What follows belongs to an exercise in optimizing a design on an open flow for small area and a short achievable clock period; a production flow would make more cautious choices.
Function was checked by simulation only, so behaviour that the tests miss may differ from the original.
No activity file was given, so power comes from the tool's default toggle rates.

==> flow/design.v, too long to show whole: its modules and the start of the top module <==
// module yuv_rgb: 3364 lines
// module yuv_rgb_fa: 10 lines
module yuv_rgb (
    input  wire        clk,
    input  wire        rst,
    input  wire        in_valid,
    input  wire [1:0]  in_matrix,
    input  wire        in_full,
    input  wire        in_ten,
    input  wire [9:0]  in_c0,
    input  wire [9:0]  in_c1,
    input  wire [9:0]  in_c2,
    output reg         out_valid,
    output reg  [15:0] out_r,
    output reg  [15:0] out_g,
    output reg  [15:0] out_b
);
  // ...
==> flow/flow/run.sh <==
#!/bin/bash
# The standard layout (standard.sh), with ORFS's setup repair aimed at
# TARGET_NS rather than at the clock period: the constraints are unchanged,
# only the repair works towards more slack. make's full output goes to
# make.log here; ORFS's own per-step logs are under orfs/logs.
set -euo pipefail
TARGET_NS=${TARGET_NS:-3.6}
M=$(python3 -c "print(round($FLOW_PERIOD_NS - $TARGET_NS, 3))")
bash standard.sh SETUP_SLACK_MARGIN=$M finish > make.log 2>&1
==> flow/standard.sh <==
#!/bin/bash
# synth_recipe.tcl (not shown) runs the flow's synth.tcl, then flattens the netlist and writes it again
# the make line also repeats each setting of config.mk as NAME=value (left out here)
make -C /OpenROAD-flow-scripts/flow DESIGN_CONFIG=/design/flow/config.mk WORK_HOME=/design/flow/orfs CLKGATE_MAP_FILE= SYNTH_SCRIPT=/design/flow/synth_recipe.tcl "${@:-finish}"
==> flow/config.mk <==
export PLATFORM = sky130hd
export DESIGN_NAME = yuv_rgb
export DESIGN_NICKNAME = yuv_rgb
export VERILOG_FILES = /design/flow/design.v
export SDC_FILE = /design/flow/constraint.sdc
export NUM_CORES = 4
export LEC_CHECK = 0
export ABC_AREA = 1
export CAP_MARGIN = 20
export CORE_MARGIN = 2
export CORE_UTILIZATION = 40
export SLEW_MARGIN = 20
export SYNTH_HIERARCHICAL = 1
export SYNTH_MINIMUM_KEEP_SIZE = 0
==> flow/constraint.sdc <==
create_clock -name core_clock -period 13.0 [get_ports {clk}]
set_input_delay 2.6000 -clock core_clock [delete_from_list [all_inputs] [get_ports {clk}]]
set_output_delay 2.6000 -clock core_clock [all_outputs]
set_load 0.01 [all_outputs]
==> out/results.tsv, run 1 <==
metric	value	unit
DR WL met3	26900	um
Final Hold Fails	0	
Final Cell Area	44400	um^2
vias in the first global route	34604	
worst path required time	13.54	ns
Clk Latency, worst-skew pair	0.69	ns
Comb pwr share	62.1	%
via count	34856	
ant diodes	6	
Initial Util	40.2	%
CP Depth	6	
status	timing/DRC/antenna clean	
final setup violating endpoints	0	
TritonRoute pass-1 iters	6	
yosys warns	7	
total clock sinks	610	
cells after synthesis	4271	
Reg power frac	22.7	%
routed vias/inst	6.12	
Pwr Total	12.9	mW
Hold WS	0.327	ns
met1 WL	84000	um
Reg2Reg Setup Slack	9.22	ns
hold path depth	0	
Total Neg Setup Slack	0	ns
post-CTS resize count	454	
GR Overflow Total	0	
final-layout clock-cell area share	5.02	%
initial antenna violation count	12	
Final nets	5011	
WL met2	90400	um
# IOs	86	
==> run 2: changes to the inputs <==
--- a/flow/design.v
+++ b/flow/design.v
@@ -322,130 +322,55 @@
     reg qb_2239;
     reg qb_2240;
     reg qb_2241;
     reg qb_2242;
     reg qb_2243;
     reg qb_2244;
     reg kc0;
     reg kc1;
-    reg kc2;
-    reg kc3;
     reg kc4;
-    reg kc5;
-    reg kc6;
-    reg kc7;
-    reg kc8;
-    reg kc9;
     reg kc10;
-    reg kc11;
-    reg kc12;
-    reg kc13;
-    reg kc14;
     reg kc15;
-    reg kc16;
-    reg kc17;
-    reg kc18;
-    reg kc19;
-    reg kc20;
-    reg kc21;
-    reg kc22;
-    reg kc23;
-    reg kc24;
-    reg kc25;
-    reg kc26;
     reg kc27;
     reg kc28;
     reg kc29;
-    reg kc30;
-    reg kc31;
-    reg kc32;
-    reg kc33;
-    reg kc34;
-    reg kc35;
     reg kc36;
-    reg kc37;
     reg kc38;
     reg kc39;
-    reg kc40;
     reg kc41;
-    reg kc42;
     reg kc43;
-    reg kc44;
     reg kc45;
     reg kc46;
     reg kc47;
-    reg kc48;
     reg kc49;
     reg kc50;
-    reg kc51;
-    reg kc52;
-    reg kc53;
     reg kc54;
-    reg kc55;
     reg kc56;
-    reg kc57;
     reg kc58;
-    reg kc59;
-    reg kc60;
-    reg kc61;
     reg kc62;
-    reg kc63;
     reg kc64;
-    reg kc65;
-    reg kc66;
-    reg kc67;
-    reg kc68;
-    reg kc69;
     reg kc70;
-    reg kc71;
-    reg kc72;
-    reg kc73;
-    reg kc74;
-    reg kc75;
-    reg kc76;
-    reg kc77;
-    reg kc78;
     reg kc79;
     reg kc80;
-    reg kc81;
-    reg kc82;
-    reg kc83;
-    reg kc84;
-    reg kc85;
     reg kc86;
     reg kc87;
     reg kc88;
-    reg kc89;
-    reg kc90;
-    reg kc91;
     reg kc92;
-    reg kc93;
-    reg kc94;
     reg kc95;
-    reg kc96;
-    reg kc97;
     reg kc98;
-    reg kc99;
     reg kc100;
-    reg kc101;
     reg kc102;
     reg kc103;
     reg kc104;
-    reg kc105;
     reg kc106;
-    reg kc107;
     reg kc108;
     reg kc109;
-    reg kc110;
-    reg kc111;
     reg kc112;
-    reg kc113;
     reg kc114;
-    reg kc115;
     reg kc116;
     reg kc117;
     reg kc118;
     reg kc119;
     reg kc120;
     reg kc121;
     reg kc122;
     reg kc123;
@@ -468,203 +393,83 @@
     reg kc140;
     reg kc141;
     reg kc142;
     reg kc143;
     reg kc144;
     reg kc145;
     reg kc146;
     reg kc147;
-    reg kc148;
-    reg kc149;
-    reg kc150;
-    reg kc151;
-    reg kc152;
-    reg kc153;
     reg kc154;
     reg kc155;
     reg kc156;
     reg kc157;
     reg kc158;
     reg kc159;
     reg kc160;
     reg kc161;
     reg kc162;
     reg kc163;
     reg kc164;
     reg kc165;
-    reg kc166;
-    reg kc167;
-    reg kc168;
-    reg kc169;
-    reg kc170;
-    reg kc171;
-    reg kc172;
-    reg kc173;
-    reg kc174;
-    reg kc175;
-    reg kc176;
-    reg kc177;
-    reg kc178;
-    reg kc179;
-    reg kc180;
-    reg kc181;
-    reg kc182;
-    reg kc183;
-    reg kc184;
-    reg kc185;
-    reg kc186;
-    reg kc187;
-    reg kc188;
-    reg kc189;
-    reg kc190;
-    reg kc191;
-    reg kc192;
-    reg kc193;
-    reg kc194;
-    reg kc195;
-    reg kc196;
-    reg kc197;
-    reg kc198;
-    reg kc199;
-    reg kc200;
-    reg kc201;
-    reg kc202;
-    reg kc203;
-    reg kc204;
-    reg kc205;
-    reg kc206;
-    reg kc207;
-    reg kc208;
-    reg kc209;
-    reg kc210;
-    reg kc211;
-    reg kc212;
-    reg kc213;
     reg yen_2;
     reg yen_0;
     reg yen_02;
     reg yen_1;
+    reg cp112;
+    reg cp301;
+    reg cp212;
+    reg cp102;
+    reg cp302;
+    reg cp312;
+    reg cp202;
+    reg cp101;
+    reg cp201;
     always @(posedge clk) begin
         kc0 <= in_cf10 | in_cf12 | in_cf20 | in_cf30;
         kc1 <= in_cf10 | in_cf11 | in_cf21 | in_cf22 | in_cf31;
-        kc2 <= in_cf11 | in_cf12 | in_cf20 | in_cf21 | in_cf22 | in_cf30 | in_cf31;
-        kc3 <= in_cf21 | in_cf30;
         kc4 <= in_cf11 | in_cf22 | in_cf30 | in_cf31;
-        kc5 <= in_cf12 | in_cf21 | in_cf22 | in_cf32;
-        kc6 <= in_cf10 | in_cf12 | in_cf21 | in_cf22 | in_cf30 | in_cf32;
-        kc7 <= in_cf10 | in_cf21 | in_cf30;
-        kc8 <= in_cf10 | in_cf11 | in_cf12 | in_cf21 | in_cf31;
-        kc9 <= in_cf11 | in_cf12 | in_cf21 | in_cf30 | in_cf31;
         kc10 <= in_cf10 | in_cf12 | in_cf20 | in_cf22 | in_cf30 | in_cf32;
-        kc11 <= in_cf11 | in_cf20 | in_cf31 | in_cf32;
-        kc12 <= in_cf11 | in_cf20 | in_cf21 | in_cf22 | in_cf30 | in_cf31 | in_cf32;
-        kc13 <= in_cf20 | in_cf22;
-        kc14 <= in_cf10 | in_cf12 | in_cf22 | in_cf31;
         kc15 <= in_cf10 | in_cf12 | in_cf21 | in_cf30 | in_cf31 | in_cf32;
-        kc16 <= in_cf10 | in_cf11 | in_cf20 | in_cf30 | in_cf31 | in_cf32;
-        kc17 <= in_cf10 | in_cf11 | in_cf12 | in_cf21 | in_cf30;
-        kc18 <= in_cf12 | in_cf20 | in_cf22 | in_cf31 | in_cf32;
-        kc19 <= in_cf11 | in_cf12 | in_cf31;
-        kc20 <= in_cf10 | in_cf11 | in_cf12 | in_cf20 | in_cf21 | in_cf32;
-        kc21 <= in_cf10 | in_cf12 | in_cf22;
-        kc22 <= in_cf11 | in_cf12 | in_cf20 | in_cf22 | in_cf30 | in_cf31;
-        kc23 <= in_cf11 | in_cf12 | in_cf22 | in_cf30 | in_cf31 | in_cf32;
-        kc24 <= in_cf10 | in_cf11 | in_cf12 | in_cf32;
-        kc25 <= in_cf12 | in_cf21 | in_cf30 | in_cf32;
-        kc26 <= in_cf10 | in_cf11 | in_cf12 | in_cf20 | in_cf22 | in_cf31;
         kc27 <= in_cf11 | in_cf12 | in_cf20 | in_cf21 | in_cf22 | in_cf30;
         kc28 <= in_cf10 | in_cf11 | in_cf12 | in_cf20 | in_cf30 | in_cf32;
         kc29 <= in_cf10 | in_cf12 | in_cf20 | in_cf21 | in_cf31;
-        kc30 <= in_cf32;
-        kc31 <= in_cf10 | in_cf11 | in_cf12 | in_cf20 | in_cf21 | in_cf30;
-        kc32 <= in_cf10 | in_cf21 | in_cf22 | in_cf30 | in_cf32;
-        kc33 <= in_cf12 | in_cf20 | in_cf22 | in_cf30 | in_cf31 | in_cf32;
-        kc34 <= in_cf10 | in_cf20 | in_cf22 | in_cf30;
-        kc35 <= in_cf10 | in_cf11 | in_cf12 | in_cf20 | in_cf32;
         kc36 <= in_cf12 | in_cf22 | in_cf30 | in_cf31 | in_cf32;
-        kc37 <= in_cf10 | in_cf11 | in_cf20 | in_cf21 | in_cf22 | in_cf32;
         kc38 <= in_cf10 | in_cf12 | in_cf20 | in_cf30 | in_cf32;
         kc39 <= in_cf11 | in_cf12 | in_cf20 | in_cf22 | in_cf31;
-        kc40 <= in_cf10 | in_cf12 | in_cf20 | in_cf21 | in_cf22;
         kc41 <= in_cf11 | in_cf20 | in_cf21 | in_cf22 | in_cf30 | in_cf32;
-        kc42 <= in_cf10 | in_cf11 | in_cf22 | in_cf30;
         kc43 <= in_cf10 | in_cf12 | in_cf30 | in_cf31 | in_cf32;
-        kc44 <= in_cf20 | in_cf21;
         kc45 <= in_cf10 | in_cf11 | in_cf12 | in_cf22;
         kc46 <= in_cf12 | in_cf20 | in_cf21 | in_cf22 | in_cf30;
         kc47 <= in_cf22 | in_cf30 | in_cf31 | in_cf32;
-        kc48 <= in_cf12 | in_cf21 | in_cf30;
         kc49 <= in_cf12 | in_cf31;
         kc50 <= in_cf20 | in_cf22 | in_cf30 | in_cf31 | in_cf32;
-        kc51 <= in_cf10 | in_cf21 | in_cf22 | in_cf32;
-        kc52 <= in_cf10 | in_cf20 | in_cf30 | in_cf31 | in_cf32;
-        kc53 <= in_cf10 | in_cf11 | in_cf12 | in_cf22 | in_cf30;
         kc54 <= in_cf12 | in_cf21 | in_cf22 | in_cf31 | in_cf32;
-        kc55 <= in_cf11 | in_cf20 | in_cf21 | in_cf31 | in_cf32;
         kc56 <= in_cf10 | in_cf11 | in_cf12 | in_cf20 | in_cf22 | in_cf30 | in_cf32;
-        kc57 <= in_cf12 | in_cf21 | in_cf22 | in_cf31;
         kc58 <= in_cf12 | in_cf20 | in_cf30 | in_cf31;
-        kc59 <= in_cf11 | in_cf30 | in_cf31;
-        kc60 <= in_cf10 | in_cf20 | in_cf21 | in_cf22;
-        kc61 <= in_cf10 | in_cf12 | in_cf20 | in_cf21 | in_cf31 | in_cf32;
         kc62 <= in_cf10 | in_cf12 | in_cf21 | in_cf22 | in_cf31 | in_cf32;
-        kc63 <= in_cf11 | in_cf12 | in_cf20;
         kc64 <= in_cf10 | in_cf12 | in_cf20 | in_cf21 | in_cf22 | in_cf30 | in_cf31;
-        kc65 <= in_cf11 | in_cf20 | in_cf21 | in_cf30 | in_cf31;
-        kc66 <= in_cf11 | in_cf20 | in_cf21 | in_cf32;
-        kc67 <= in_cf30 | in_cf31;
-        kc68 <= in_cf10 | in_cf11 | in_cf20 | in_cf21 | in_cf32;
-        kc69 <= in_cf10 | in_cf11 | in_cf21 | in_cf30 | in_cf31 | in_cf32;
         kc70 <= in_cf12 | in_cf20 | in_cf22 | in_cf30;
-        kc71 <= in_cf10 | in_cf11 | in_cf22 | in_cf31 | in_cf32;
-        kc72 <= in_cf10 | in_cf20 | in_cf21 | in_cf22 | in_cf31 | in_cf32;
-        kc73 <= in_cf11 | in_cf20 | in_cf22 | in_cf32;
-        kc74 <= in_cf20 | in_cf21 | in_cf22 | in_cf31;
-        kc75 <= in_cf10 | in_cf11 | in_cf12 | in_cf22 | in_cf31;
-        kc76 <= in_cf10 | in_cf12 | in_cf22 | in_cf31 | in_cf32;
-        kc77 <= in_cf10 | in_cf11 | in_cf12;
-        kc78 <= in_cf10 | in_cf12 | in_cf21;
         kc79 <= in_cf20 | in_cf21 | in_cf22;
         kc80 <= in_cf11 | in_cf12 | in_cf20 | in_cf31 | in_cf32;
-        kc81 <= in_cf20;
-        kc82 <= in_cf10 | in_cf11 | in_cf12 | in_cf22 | in_cf30 | in_cf31;
-        kc83 <= in_cf10 | in_cf12 | in_cf30 | in_cf32;
-        kc84 <= in_cf10 | in_cf20 | in_cf21 | in_cf32;
-        kc85 <= in_cf11 | in_cf12 | in_cf20 | in_cf21 | in_cf22 | in_cf32;
         kc86 <= in_cf10 | in_cf20 | in_cf22 | in_cf30 | in_cf32;
         kc87 <= in_cf10 | in_cf21 | in_cf22 | in_cf31;
         kc88 <= in_cf20 | in_cf32;
-        kc89 <= in_cf20 | in_cf22 | in_cf32;
-        kc90 <= in_cf10 | in_cf20 | in_cf21 | in_cf30 | in_cf31;
-        kc91 <= in_cf20 | in_cf21 | in_cf31;
         kc92 <= in_cf11 | in_cf12 | in_cf21 | in_cf30 | in_cf31 | in_cf32;
-        kc93 <= in_cf20 | in_cf21 | in_cf22 | in_cf31 | in_cf32;
-        kc94 <= in_cf10 | in_cf11 | in_cf12 | in_cf21 | in_cf22 | in_cf31 | in_cf32;
         kc95 <= in_cf11 | in_cf12 | in_cf31 | in_cf32;
-        kc96 <= in_cf10 | in_cf12 | in_cf21 | in_cf22 | in_cf30 | in_cf31;
-        kc97 <= in_cf10 | in_cf11 | in_cf20 | in_cf22 | in_cf30 | in_cf31;
         kc98 <= in_cf12 | in_cf20 | in_cf30;
-        kc99 <= in_cf10 | in_cf11 | in_cf20 | in_cf21 | in_cf31 | in_cf32;
         kc100 <= in_cf10 | in_cf11 | in_cf12 | in_cf20 | in_cf22 | in_cf30 | in_cf31 | in_cf32;
-        kc101 <= in_cf20 | in_cf30 | in_cf31;
         kc102 <= in_cf10 | in_cf12 | in_cf20 | in_cf21 | in_cf22 | in_cf31 | in_cf32;
         kc103 <= in_cf21 | in_cf31 | in_cf32;
         kc104 <= in_cf12 | in_cf20 | in_cf30 | in_cf31 | in_cf32;
-        kc105 <= in_cf10 | in_cf22 | in_cf30 | in_cf31 | in_cf32;
         kc106 <= in_cf12 | in_cf21 | in_cf22 | in_cf30 | in_cf31;
-        kc107 <= in_cf10 | in_cf11 | in_cf12 | in_cf20 | in_cf21 | in_cf22 | in_cf31;
         kc108 <= in_cf11 | in_cf12 | in_cf22 | in_cf30;
         kc109 <= in_cf10 | in_cf11 | in_cf20 | in_cf22 | in_cf30 | in_cf32;
-        kc110 <= in_cf10 | in_cf20 | in_cf21 | in_cf30 | in_cf32;
-        kc111 <= in_cf11 | in_cf22 | in_cf30 | in_cf31 | in_cf32;
         kc112 <= in_cf11 | in_cf12 | in_cf21 | in_cf32;
-        kc113 <= in_cf11 | in_cf21 | in_cf22 | in_cf32;
         kc114 <= in_cf11 | in_cf21 | in_cf22 | in_cf30 | in_cf31;
-        kc115 <= in_cf10 | in_cf11 | in_cf12 | in_cf21 | in_cf30 | in_cf32;
         kc116 <= in_cf10 | in_cf12 | in_cf20 | in_cf22 | in_cf30 | in_cf31;
         kc117 <= in_cf11 | in_cf12 | in_cf20 | in_cf32;
         kc118 <= in_cf10 | in_cf11 | in_cf12 | in_cf20 | in_cf21 | in_cf22;
         kc119 <= in_cf10 | in_cf11 | in_cf12 | in_cf20 | in_cf21 | in_cf22 | in_cf30 | in_cf32;
         kc120 <= in_cf22 | in_cf30;
         kc121 <= in_cf10 | in_cf11 | in_cf20 | in_cf21 | in_cf30;
         kc122 <= in_cf11 | in_cf12 | in_cf20 | in_cf21 | in_cf30 | in_cf32;
         kc123 <= in_cf10 | in_cf11 | in_cf30;
@@ -687,87 +492,171 @@
         kc140 <= in_cf20 | in_cf30 | in_cf32;
         kc141 <= in_cf12 | in_cf20 | in_cf21 | in_cf22;
         kc142 <= in_cf11 | in_cf12 | in_cf21 | in_cf22 | in_cf30 | in_cf32;
         kc143 <= in_cf12 | in_cf20 | in_cf21 | in_cf31;
         kc144 <= in_cf11 | in_cf12 | in_cf20 | in_cf21 | in_cf30 | in_cf31 | in_cf32;
         kc145 <= in_cf10 | in_cf12 | in_cf20 | in_cf21 | in_cf30 | in_cf32;
         kc146 <= in_cf30;
         kc147 <= in_cf10 | in_cf31;
-        kc148 <= in_cf10 | in_cf11 | in_cf12 | in_cf20 | in_cf21 | in_cf22 | in_cf30;
-        kc149 <= in_cf10 | in_cf11 | in_cf12 | in_cf20;
-        kc150 <= in_cf11 | in_cf12 | in_cf20 | in_cf30;
-        kc151 <= in_cf10 | in_cf12 | in_cf20 | in_cf22;
-        kc152 <= in_cf10 | in_cf11 | in_cf30 | in_cf32;
-        kc153 <= in_cf10 | in_cf30;
         kc154 <= in_cf11 | in_cf31;
         kc155 <= in_cf10 | in_cf21 | in_cf22;
         kc156 <= in_cf10 | in_cf11 | in_cf21 | in_cf30 | in_cf32;
         kc157 <= in_cf12 | in_cf21 | in_cf30 | in_cf31 | in_cf32;
         kc158 <= in_cf20 | in_cf31 | in_cf32;
         kc159 <= in_cf10 | in_cf12 | in_cf21 | in_cf30 | in_cf32;
         kc160 <= in_cf10 | in_cf12 | in_cf20 | in_cf31 | in_cf32;
         kc161 <= in_cf11 | in_cf21 | in_cf31 | in_cf32;
         kc162 <= in_cf11 | in_cf20;
         kc163 <= in_cf12 | in_cf21;
         kc164 <= in_cf10 | in_cf20;
         kc165 <= in_cf10 | in_cf12 | in_cf31 | in_cf32;
-        kc166 <= in_cf10 | in_cf12 | in_cf32;
-        kc167 <= in_cf10 | in_cf30 | in_cf32;
-        kc168 <= in_cf12 | in_cf30 | in_cf32;
-        kc169 <= in_cf10 | in_cf20 | in_cf32;
-        kc170 <= in_cf20 | in_cf22 | in_cf30;
-        kc171 <= in_cf11 | in_cf21 | in_cf30 | in_cf32;
-        kc172 <= in_cf10 | in_cf11 | in_cf21 | in_cf31;
-        kc173 <= in_cf11 | in_cf20 | in_cf21 | in_cf31;
-        kc174 <= in_cf10 | in_cf12 | in_cf20 | in_cf22 | in_cf30 | in_cf31 | in_cf32;
-        kc175 <= in_cf12 | in_cf20 | in_cf21 | in_cf22 | in_cf30 | in_cf32;
-        kc176 <= in_cf11 | in_cf12 | in_cf21 | in_cf30 | in_cf32;
-        kc177 <= in_cf10 | in_cf12 | in_cf20 | in_cf22 | in_cf31 | in_cf32;
-        kc178 <= in_cf21 | in_cf22 | in_cf30 | in_cf32;
-        kc179 <= in_cf10 | in_cf11 | in_cf20 | in_cf21 | in_cf22 | in_cf31 | in_cf32;
-        kc180 <= in_cf12 | in_cf22 | in_cf30 | in_cf32;
-        kc181 <= in_cf10 | in_cf11 | in_cf12 | in_cf22 | in_cf32;
-        kc182 <= in_cf10 | in_cf11 | in_cf12 | in_cf20 | in_cf21 | in_cf30 | in_cf32;
-        kc183 <= in_cf20 | in_cf21 | in_cf22 | in_cf30 | in_cf32;
-        kc184 <= in_cf10 | in_cf12 | in_cf20 | in_cf22 | in_cf32;
-        kc185 <= in_cf10 | in_cf22 | in_cf30;
-        kc186 <= in_cf10;
-        kc187 <= in_cf10 | in_cf20 | in_cf30 | in_cf32;
-        kc188 <= in_cf10 | in_cf11 | in_cf20 | in_cf21 | in_cf30 | in_cf32;
-        kc189 <= in_cf10 | in_cf11 | in_cf20 | in_cf22 | in_cf30;
-        kc190 <= in_cf10 | in_cf11 | in_cf12 | in_cf21 | in_cf22;
-        kc191 <= in_cf20 | in_cf21 | in_cf30;
-        kc192 <= in_cf10 | in_cf22 | in_cf30 | in_cf32;
-        kc193 <= in_cf10 | in_cf12 | in_cf20 | in_cf21 | in_cf22 | in_cf30;
-        kc194 <= in_cf11 | in_cf12 | in_cf21 | in_cf22 | in_cf32;
-        kc195 <= in_cf12 | in_cf20 | in_cf31 | in_cf32;
-        kc196 <= in_cf10 | in_cf11 | in_cf30 | in_cf31;
-        kc197 <= in_cf10 | in_cf11 | in_cf12 | in_cf31 | in_cf32;
-        kc198 <= in_cf12 | in_cf20 | in_cf21 | in_cf32;
-        kc199 <= in_cf10 | in_cf11 | in_cf20 | in_cf21 | in_cf30 | in_cf31;
-        kc200 <= in_cf10 | in_cf12 | in_cf21 | in_cf32;
-        kc201 <= in_cf10 | in_cf11 | in_cf22;
-        kc202 <= in_cf12 | in_cf20 | in_cf21 | in_cf22 | in_cf30 | in_cf31 | in_cf32;
-        kc203 <= in_cf11 | in_cf12 | in_cf20 | in_cf22 | in_cf32;
-        kc204 <= in_cf10 | in_cf11 | in_cf22 | in_cf30 | in_cf31 | in_cf32;
-        kc205 <= in_cf10 | in_cf12 | in_cf21 | in_cf30;
-        kc206 <= in_cf12 | in_cf20;
-        kc207 <= in_cf10 | in_cf11 | in_cf21 | in_cf22 | in_cf30 | in_cf31;
-        kc208 <= in_cf12 | in_cf30 | in_cf31 | in_cf32;
-        kc209 <= in_cf10 | in_cf11 | in_cf21 | in_cf22 | in_cf30 | in_cf32;
-        kc210 <= in_cf11 | in_cf12 | in_cf22 | in_cf31 | in_cf32;
-        kc211 <= in_cf11 | in_cf20 | in_cf21;
-        kc212 <= in_cf10 | in_cf11 | in_cf12 | in_cf20 | in_cf30 | in_cf31;
-        kc213 <= in_cf11 | in_cf12 | in_cf20 | in_cf21 | in_cf30;
         yen_2 <= in_d2;
         yen_0 <= in_d0;
         yen_02 <= in_d0 | in_d2;
         yen_1 <= in_d1;
+        cp112 <= in_cf11 | in_cf12;
+        cp301 <= in_cf30 | in_cf31;
+        cp212 <= in_cf21 | in_cf22;
+        cp102 <= in_cf10 | in_cf12;
+        cp302 <= in_cf30 | in_cf32;
+        cp312 <= in_cf31 | in_cf32;
+        cp202 <= in_cf20 | in_cf22;
+        cp101 <= in_cf10 | in_cf11;
+        cp201 <= in_cf20 | in_cf21;
     end
+    wire kc2 = cp112 | mx2 | cp301;
+    wire kc3 = cf21 | cf30;
+    wire kc5 = cf12 | cp212 | cf32;
+    wire kc6 = cp102 | cp212 | cp302;
+    wire kc7 = cf10 | cf21 | cf30;
+    wire kc8 = mx1 | cf21 | cf31;
+    wire kc9 = cp112 | cf21 | cp301;
+    wire kc11 = cf11 | cf20 | cp312;
+    wire kc12 = cf11 | mx2 | mx3;
+    wire kc13 = cp202;
+    wire kc14 = cp102 | cf22 | cf31;
+    wire kc16 = cp101 | cf20 | mx3;
+    wire kc17 = mx1 | cf21 | cf30;
+    wire kc18 = cf12 | cp202 | cp312;
+    wire kc19 = cp112 | cf31;
+    wire kc20 = mx1 | cp201 | cf32;
+    wire kc21 = cp102 | cf22;
+    wire kc22 = cp112 | cp202 | cp301;
+    wire kc23 = cp112 | cf22 | mx3;
+    wire kc24 = mx1 | cf32;
+    wire kc25 = cf12 | cf21 | cp302;
+    wire kc26 = mx1 | cp202 | cf31;
+    wire kc30 = cf32;
+    wire kc31 = mx1 | cp201 | cf30;
+    wire kc32 = cf10 | cp212 | cp302;
+    wire kc33 = cf12 | cp202 | mx3;
+    wire kc34 = cf10 | cp202 | cf30;
+    wire kc35 = mx1 | cf20 | cf32;
+    wire kc37 = cp101 | mx2 | cf32;
+    wire kc40 = cp102 | mx2;
+    wire kc42 = cp101 | cf22 | cf30;
+    wire kc44 = cp201;
+    wire kc48 = cf12 | cf21 | cf30;
+    wire kc51 = cf10 | cp212 | cf32;
+    wire kc52 = cf10 | cf20 | mx3;
+    wire kc53 = mx1 | cf22 | cf30;
+    wire kc55 = cf11 | cp201 | cp312;
+    wire kc57 = cf12 | cp212 | cf31;
+    wire kc59 = cf11 | cp301;
+    wire kc60 = cf10 | mx2;
+    wire kc61 = cp102 | cp201 | cp312;
+    wire kc63 = cp112 | cf20;
+    wire kc65 = cf11 | cp201 | cp301;
+    wire kc66 = cf11 | cp201 | cf32;
+    wire kc67 = cp301;
+    wire kc68 = cp101 | cp201 | cf32;
+    wire kc69 = cp101 | cf21 | mx3;
+    wire kc71 = cp101 | cf22 | cp312;
+    wire kc72 = cf10 | mx2 | cp312;
+    wire kc73 = cf11 | cp202 | cf32;
+    wire kc74 = mx2 | cf31;
+    wire kc75 = mx1 | cf22 | cf31;
+    wire kc76 = cp102 | cf22 | cp312;
+    wire kc77 = mx1;
+    wire kc78 = cp102 | cf21;
+    wire kc81 = cf20;
+    wire kc82 = mx1 | cf22 | cp301;
+    wire kc83 = cp102 | cp302;
+    wire kc84 = cf10 | cp201 | cf32;
+    wire kc85 = cp112 | mx2 | cf32;
+    wire kc89 = cp202 | cf32;
+    wire kc90 = cf10 | cp201 | cp301;
+    wire kc91 = cp201 | cf31;
+    wire kc93 = mx2 | cp312;
+    wire kc94 = mx1 | cp212 | cp312;
+    wire kc96 = cp102 | cp212 | cp301;
+    wire kc97 = cp101 | cp202 | cp301;
+    wire kc99 = cp101 | cp201 | cp312;
+    wire kc101 = cf20 | cp301;
+    wire kc105 = cf10 | cf22 | mx3;
+    wire kc107 = mx1 | mx2 | cf31;
+    wire kc110 = cf10 | cp201 | cp302;
+    wire kc111 = cf11 | cf22 | mx3;
+    wire kc113 = cf11 | cp212 | cf32;
+    wire kc115 = mx1 | cf21 | cp302;
+    wire kc148 = mx1 | mx2 | cf30;
+    wire kc149 = mx1 | cf20;
+    wire kc150 = cp112 | cf20 | cf30;
+    wire kc151 = cp102 | cp202;
+    wire kc152 = cp101 | cp302;
+    wire kc153 = cf10 | cf30;
+    wire kc166 = cp102 | cf32;
+    wire kc167 = cf10 | cp302;
+    wire kc168 = cf12 | cp302;
+    wire kc169 = cf10 | cf20 | cf32;
+    wire kc170 = cp202 | cf30;
+    wire kc171 = cf11 | cf21 | cp302;
+    wire kc172 = cp101 | cf21 | cf31;
+    wire kc173 = cf11 | cp201 | cf31;
+    wire kc174 = cp102 | cp202 | mx3;
+    wire kc175 = cf12 | mx2 | cp302;
+    wire kc176 = cp112 | cf21 | cp302;
+    wire kc177 = cp102 | cp202 | cp312;
+    wire kc178 = cp212 | cp302;
+    wire kc179 = cp101 | mx2 | cp312;
+    wire kc180 = cf12 | cf22 | cp302;
+    wire kc181 = mx1 | cf22 | cf32;
+    wire kc182 = mx1 | cp201 | cp302;
+    wire kc183 = mx2 | cp302;
+    wire kc184 = cp102 | cp202 | cf32;
+    wire kc185 = cf10 | cf22 | cf30;
+    wire kc186 = cf10;
+    wire kc187 = cf10 | cf20 | cp302;
+    wire kc188 = cp101 | cp201 | cp302;
+    wire kc189 = cp101 | cp202 | cf30;
+    wire kc190 = mx1 | cp212;
+    wire kc191 = cp201 | cf30;
+    wire kc192 = cf10 | cf22 | cp302;
+    wire kc193 = cp102 | mx2 | cf30;
+    wire kc194 = cp112 | cp212 | cf32;
+    wire kc195 = cf12 | cf20 | cp312;
+    wire kc196 = cp101 | cp301;
+    wire kc197 = mx1 | cp312;
+    wire kc198 = cf12 | cp201 | cf32;
+    wire kc199 = cp101 | cp201 | cp301;
+    wire kc200 = cp102 | cf21 | cf32;
+    wire kc201 = cp101 | cf22;
+    wire kc202 = cf12 | mx2 | mx3;
+    wire kc203 = cp112 | cp202 | cf32;
+    wire kc204 = cp101 | cf22 | mx3;
+    wire kc205 = cp102 | cf21 | cf30;
+    wire kc206 = cf12 | cf20;
+    wire kc207 = cp101 | cp212 | cp301;
+    wire kc208 = cf12 | mx3;
+    wire kc209 = cp101 | cp212 | cp302;
+    wire kc210 = cp112 | cf22 | cp312;
+    wire kc211 = cf11 | cp201;
+    wire kc212 = mx1 | cf20 | cp301;
+    wire kc213 = cp112 | cp201 | cf30;
     wire scb_z0 = p_scb_z[0], scb_o0 = p_scb_o[0], scb_t0 = p_scb_t[0], scb_h0 = p_scb_h[0];
     wire scb_z1 = p_scb_z[1], scb_o1 = p_scb_o[1], scb_t1 = p_scb_t[1], scb_h1 = p_scb_h[1];
     wire scb_z2 = p_scb_z[2], scb_o2 = p_scb_o[2], scb_t2 = p_scb_t[2], scb_h2 = p_scb_h[2];
     wire scb_z3 = p_scb_z[3], scb_o3 = p_scb_o[3], scb_t3 = p_scb_t[3], scb_h3 = p_scb_h[3];
     wire scb_z4 = p_scb_z[4], scb_o4 = p_scb_o[4], scb_t4 = p_scb_t[4], scb_h4 = p_scb_h[4];
     wire scr_z0 = p_scr_z[0], scr_o0 = p_scr_o[0], scr_t0 = p_scr_t[0], scr_h0 = p_scr_h[0];
     wire scr_z1 = p_scr_z[1], scr_o1 = p_scr_o[1], scr_t1 = p_scr_t[1], scr_h1 = p_scr_h[1];
     wire scr_z2 = p_scr_z[2], scr_o2 = p_scr_o[2], scr_t2 = p_scr_t[2], scr_h2 = p_scr_h[2];
==> out/results.tsv, run 2 <==
metric	value	unit	change
drt total wl	207000	um	
Synth area leaders	dfxtp_1 28%, fa_1 27%, nand2_1 10%		
Max Clk Rate	265	MHz	
Synth area leader	dfxtp_1		
Placed Cells	5259		
number of synthesized flops with an enable pin	0		
yosys warns	7		unchanged
MaxCap Viol Count	0		
P_leak	18.7	nW	
Tightest Hold Check Type	reg -> reg		
status	timing/DRC/antenna clean		
asr flop ratio synth	0	%	
Total Neg Setup Slack	0	ns	unchanged
# IOs	86		unchanged
vias in the first global route	33889		-2.1%
Final Cell Area	42300	um^2	-4.7%
Initial Util	40.4	%	+0.24 points
Final nets	4900		-2.2%
largest net degree at the start of global routing	44		
worst path required time	13.52	ns	-0.02 ns
CTS tree	yes		
most frequent cells in the layout	959 x nand2_1, 471 x fa_1, 435 x dfxtp_1		
commonest non-fill, non-tap cell in the layout	nand2_1		
Post-synth top cells	987 x nand2_1, 498 x dfxtp_1, 478 x fa_1		
via count	35074		+0.63%
Die ar.	91900	um^2	
Clk pin slew, worst setup/hold paths	0.06	ns	
CP Max Fanout	4		
Placed Area	38100	um^2	
fin cells	5484		
Clk Latency, worst-skew pair	0.68	ns	about the same
worst rel slew slack	18.3	%	
Pwr Total	12.3	mW	-4.8%
Area Overhead vs Synth	18.2	%	
worst-margin pin slew	1.22	ns	
Distinct cells, synth	50		
die height	303	um	
Synth top area share	27.8	%	
share of cells above drive strength 1	16.7	%	
RePlAce Congestion	1.12		
TritonRoute pass-1 iters	9		+3
gr usage total	45.1	%	
clk root buf	clkbuf_16		
first-pass GRT wire length	281000	um	
top-count cell post-synth	nand2_1		
DRC viols	0		
Final Hold Fails	0		unchanged
P per Cell Area	290	nW/um^2	
worst vdd ir	0.349	mV	
Final ANT Viol Nets	0		
initial antenna violation count	16		+4
final setup violating endpoints	0		unchanged
Syn Nets	4757		
unrepaired setup endpoints after global routing	true		
worst path arrival time	4.29	ns	
TritonCTS Buffers	55		
Iteration-0 DRC Markers	5009		
Worst setup SP type	flop		
ys flop type	dfxtp_1		
FP Rows	109		
Core Util, Final	47.8	%	
I/O Buffers	85		
Post-Syn Area	35800	um^2	
cells after synthesis	4123		-3.5%
average size of a mapped cell	8.68	um^2	
period utilization	29.0	%	
Die W	303	um	
WL/cell	37.7	um	
Seq/Total Area, Yosys	27.8	%	
dpl hpwl	157000	um	
H-tree levels	2		
Slew Limit Fails	0		
#FFs+latches synth	498		
deepest clock path buffer count	3		
critical path endpoint category	flop		
routed vias/inst	6.40		+4.5%
total clock sinks	498		-18%
GR Overflow Total	0		unchanged
core area	88500	um^2	
critical path class	reg -> reg		
minimum clock period	3.77	ns	
largest registers	out_b x16, out_g x16, out_r x16		
clock skew	0.0376	ns	
run 2: changes by cell type in the layout (fill, tap and decap cells not counted), moves of 21 or more:
cell,change
dfxtp_1,-123
buf_4,+30
o211ai_1,-35
nand2_2,+34
nand2_1,-176
o21ai_0,+75
nand3_1,+31
nor2_2,+21
a22oi_1,+45
run 2: cell families (layout without fill, tap and decap cells):
logic type               count (synthesis)  count (layout)  synth area share, %
AND/OR/NAND/NOR                       1551            1551                 17.9
flip-flops                             498             498                 27.8
adder cells (fa/ha/maj)                597             597                 30.9
XOR/XNOR                                29              29                0.709
AO/OA/AOI/OAI                          844             844                 16.1
other                                    0              10                    0
buffers and inverters                  604             790                 6.51
run 2: area by class of cell:
| type | instances | area, um^2 |
|---|---|---|
| Sequential cell | 498 | 10100 |
| Antenna cell | 10 | 25.0 |
| Multi-Input combinational cell | 3021 | 24400 |
| Timing Repair Buffer | 297 | 2680 |
| Tap cell | 1165 | 1460 |
| Fill cell | 8524 | 46200 |
| Clock buffer | 75 | 1590 |
| Timing Repair inverter | 1 | 8.76 |
| Clock inverter | 25 | 403 |
| Inverter | 392 | 1630 |
run 2: report_power, final:
group	internal [mW]	leakage, nW	switching, mW	total, mW
logic	3.01	13.5	5.01	8.02
clock network	1.04	0.965	0.687	1.73
registers	2.03	4.18	0.498	2.53
run 2: final timing paths:
check        slack (ns)  cells past startpoint     end  startpoint
max                9.23                     14  qy_246       yen_0
min                0.33                      0   q_ten       p_ten
max reg2reg        9.23                     14  qy_246       yen_0
min reg2reg        0.33                      0   q_ten       p_ten
run 2: layer usage:
metal / part of all wire [%] / GRT usage (%) / up-vias
met4: 9.8 / 34.4 / 12
met2: 40 / 62.7 / 2854
met3: 13 / 19.1 / 987
li1: - / - / 14154
met1: 37 / 55.2 / 17067
met5: 0.060 / 0 / -
run 2: what timing repair did:
item,in CTS,in global routing
resized for setup,431,159
hold buffers,0,0
buffers inserted,67,46
setup endpoints to repair,353,217
pin swaps,40,37
gates cloned,2,0
run 2: metrics by stage:
step | worst slack (ns) | hold slack (ns)
final | 9.23 | 0.328
after global placement | 7.94 | 0.313
after CTS | 9.23 | 0.327
after floorplan | 9.36 | 0.310
after detailed placement | 7.91 | 0.312
after global routing | 9.10 | 0.334
run 2: per-module statistics from Yosys (local to each module, per instance):
module	cell area (um^2)	copies in the design	cells
yuv_rgb	26300	1	3649
yuv_rgb_fa	20.0	474	1
run 2: critical path: stages (launching register included):
cell and delay, ns:
dfxtp_4 0.50, clkinv_8 0.11, buf_12 0.14, nor2_4 0.11, buf_4 0.13, fa_1 0.45, fa_2 0.59, fa_1 0.45
ha_4 0.30, a21oi_4 0.16, o21a_1 0.15, inv_1 0.05, a21oi_2 0.17, o211ai_1 0.15, xor2_1 0.16

static timing again, ports no longer ideal:
In the flow no input, the clock included, has a driving cell. The finished layouts below were timed again as built, in two steps.
Step 1: set_driving_cell puts a clkbuf_16 on clk and a buf_2 on each other input, an assumption about the parent block.
Step 2 adds t to the input delays and takes it off the output delays; t is the mean of the earliest and latest rising clock arrival at the registers after step 1. Input paths then give back, and output paths get back, about the clock's delay inside the block.
Slacks: ideal / step 1 / step 2; pairs: ideal / step 1.
| run | t (ns) | setup slack, ns | slew at the worst register clock pin (ns) |
|---|---|---|---|
| run 1 | 0.733 | 9.218 / 9.218 / 8.753 | 0.07 / 0.07 |
| run 2 | 0.732 | 9.231 / 9.224 / 8.833 | 0.07 / 0.07 |
After both steps setup and hold are still met in every run listed. For run 1, which loses most, drivers alone change the setup slack by 0.000 ns; drivers and shift together by -0.465 ns.
